This is an optimization exercise on Yosys and OpenROAD, whose aim is small area, a short achievable clock period and few clock cycles, not a production implementation.
Function was checked by simulation only, so behaviour that the tests miss may differ from the original.

==> flow/design.v (excerpt) <==
module modfront (
    input  wire         clk,
    input  wire         rst,
    input  wire         start,
    input  wire [31:0]  v0,
    input  wire [31:0]  v1,
    input  wire [31:0]  v2,
    input  wire [31:0]  vdc,
    input  wire [31:0]  vdc_min,
    input  wire [23:0]  per,
    input  wire         inject,
    input  wire         three_level,
    output wire         ready,
    output reg          done,
    output reg  [167:0] code_o,
    output reg  [5:0]   zero_o,
    output reg          sat,
    output reg          vdc_low
);
Size: roughly 18000 cells after synthesis, roughly 370 I/O pins, about 110000 µm² of cells after synthesis.
==> flow/config.mk <==
export PLATFORM = sky130hd
export DESIGN_NAME = modfront
export DESIGN_NICKNAME = modfront
export VERILOG_FILES = /design/flow/design.v
export SDC_FILE = /design/flow/constraint.sdc
export NUM_CORES = 4
export LEC_CHECK = 0
export ABC_AREA = 1
export CAP_MARGIN = 20
export CORE_MARGIN = 2
export CORE_UTILIZATION = 45
export SLEW_MARGIN = 20
export SYNTH_HIERARCHICAL = 1
==> flow/constraint.sdc <==
create_clock -name core_clock -period 24.0 [get_ports {clk}]
set_input_delay 4.8000 -clock core_clock [delete_from_list [all_inputs] [get_ports {clk}]]
set_output_delay 4.8000 -clock core_clock [all_outputs]
set_load 0.01 [all_outputs]
standard.sh (not shown) runs the stock make flow with config.mk's settings and CLKGATE_MAP_FILE= SYNTH_SCRIPT=/design/flow/synth_recipe.tcl, a recipe that flattens the netlist after the stock synthesis.
==> flow/flow/run.sh <==
#!/bin/bash
# The standard layout (standard.sh: the standard flow's synthesis and ORFS steps, unchanged
# clock period and constraints), with timing repair aiming at a larger setup
# slack, so that repair_timing also shortens paths that already meet the clock.
set -euo pipefail
export SETUP_SLACK_MARGIN=13
bash standard.sh > flow_standard.log 2>&1
The starting point finished with timing, DRC and antenna clean.
Testbench counts at the start, summed over its fixed seeds: cycles 22,548.
Change:
--- a/flow/flow/run.sh
+++ b/flow/flow/run.sh
@@ -6 +6 @@
-export SETUP_SLACK_MARGIN=13
+export SETUP_SLACK_MARGIN=12
The new run completed without violations.
Global-route usage falls by 0.89 points.
Via count falls slightly.
Die area is unchanged.
First-iteration DRC count rises by a few percent.
Final area falls slightly.
Change:
--- a/flow/flow/run.sh
+++ b/flow/flow/run.sh
@@ -6 +6 @@
-export SETUP_SLACK_MARGIN=12
+export SETUP_SLACK_MARGIN=15
Result: Wire length climbs by 8.0%; global-route usage climbs by 2.1 points; clock-buffer cell count drops by 10; area after synthesis is unchanged; final cell count climbs by 4.2%; clock skew climbs by 0.012 ns; utilization climbs by 7.4 points; worst setup slack gets better by 1.5 ns; first-iteration DRC count climbs by 5.5%.
Change:
--- a/flow/flow/run.sh
+++ b/flow/flow/run.sh
@@ -6 +6 @@
-export SETUP_SLACK_MARGIN=15
+export SETUP_SLACK_MARGIN=14
=>
- global-route usage drops by 0.97 points
- clock-buffer cell count grows by 8

========
Another version of the RTL of modfront (not shown whole).
For scale: roughly 14000 cells after synthesis, ~110000 µm² of cells after synthesis.
==> flow/config.mk <==
export PLATFORM = sky130hd
export DESIGN_NAME = modfront
export DESIGN_NICKNAME = modfront
export VERILOG_FILES = /design/flow/design.v
export SDC_FILE = /design/flow/constraint.sdc
export NUM_CORES = 4
export LEC_CHECK = 0
export CAP_MARGIN = 20
export CORE_MARGIN = 2
export CORE_UTILIZATION = 45
export SLEW_MARGIN = 20
export SYNTH_HIERARCHICAL = 1
==> flow/constraint.sdc <==
create_clock -name core_clock -period 24.0 [get_ports {clk}]
set_input_delay 4.8000 -clock core_clock [delete_from_list [all_inputs] [get_ports {clk}]]
set_output_delay 4.8000 -clock core_clock [all_outputs]
set_load 0.01 [all_outputs]
==> flow/flow/run.sh <==
#!/bin/bash
# The standard layout (standard.sh: the standard flow's synthesis and ORFS steps, unchanged
# clock period and constraints), with timing repair aiming at a larger setup
# slack, so that repair_timing also shortens paths that already meet the clock.
set -euo pipefail
export SETUP_SLACK_MARGIN=11
bash standard.sh > flow_standard.log 2>&1
The starting point ran to the end with no violations.
Testbench counts at the start, summed over its fixed seeds: cycles 21,785.
Then changed:
==> flow/run.sh (new file) <==
#!/bin/bash
# synth_recipe.tcl (not shown) runs the flow's synth.tcl, then flattens the netlist and writes it again
# the make line also repeats each setting of config.mk as NAME=value (left out here)
make -C /OpenROAD-flow-scripts/flow DESIGN_CONFIG=/design/flow/config.mk WORK_HOME=/design/flow/orfs CLKGATE_MAP_FILE= SYNTH_SCRIPT=/design/flow/synth_recipe.tcl finish
removed: flow/flow/run.sh
removed: flow/standard.sh
First-iteration DRC count came out lower by 4.8%. Hold slack is about the same. Setup slack degrades by 3200 ps. Clock-buffer cell count stays the same. Critical path depth grows by 16. Clock skew is about the same. Wire length shrinks by 1.6%. Sequential cell count does not change. Synthesized area does not change. Final cell count falls by 0.88%.

==> separate check: timing with driven ports <==
How much do the figures lean on ideal ports? The routed layouts below were timed once more, with nothing changed but the port constraints.
Step 1 (the two cells are an assumption about what drives the block):
set clk [get_ports {clk}]
set_driving_cell -lib_cell sky130_fd_sc_hd__clkbuf_16 $clk
set_driving_cell -lib_cell sky130_fd_sc_hd__buf_2 [delete_from_list [all_inputs] $clk]
Step 2 also shifts input and output timing later by t, the mid clock arrival at the registers, as if the neighbouring blocks saw the same clock.
Slacks: no drivers / after step 1 / after step 2; pairs: no drivers / after step 1.
run | t, ns | setup slack, ns | pins driven straight from the clock port
the first run of note 1 | 0.851 | 13.347 / 13.347 / 13.163 | 1
the second run of note 1 | 0.840 | 12.451 / 12.451 / 12.451 | 1
the third run of note 1 | 0.867 | 13.918 / 13.918 / 13.918 | 1
the fourth run of note 1 | 0.861 | 14.150 / 14.150 / 13.759 | 1
the first run of note 2 | 0.822 | 11.112 / 11.184 / 10.363 | 1
the second run of note 2 | 0.820 | 7.866 / 7.866 / 7.866 | 1
After both steps setup and hold are still met in every run listed. For the first run of note 2, which loses most, drivers alone change the setup slack by +0.072 ns; drivers and shift together by -0.749 ns.
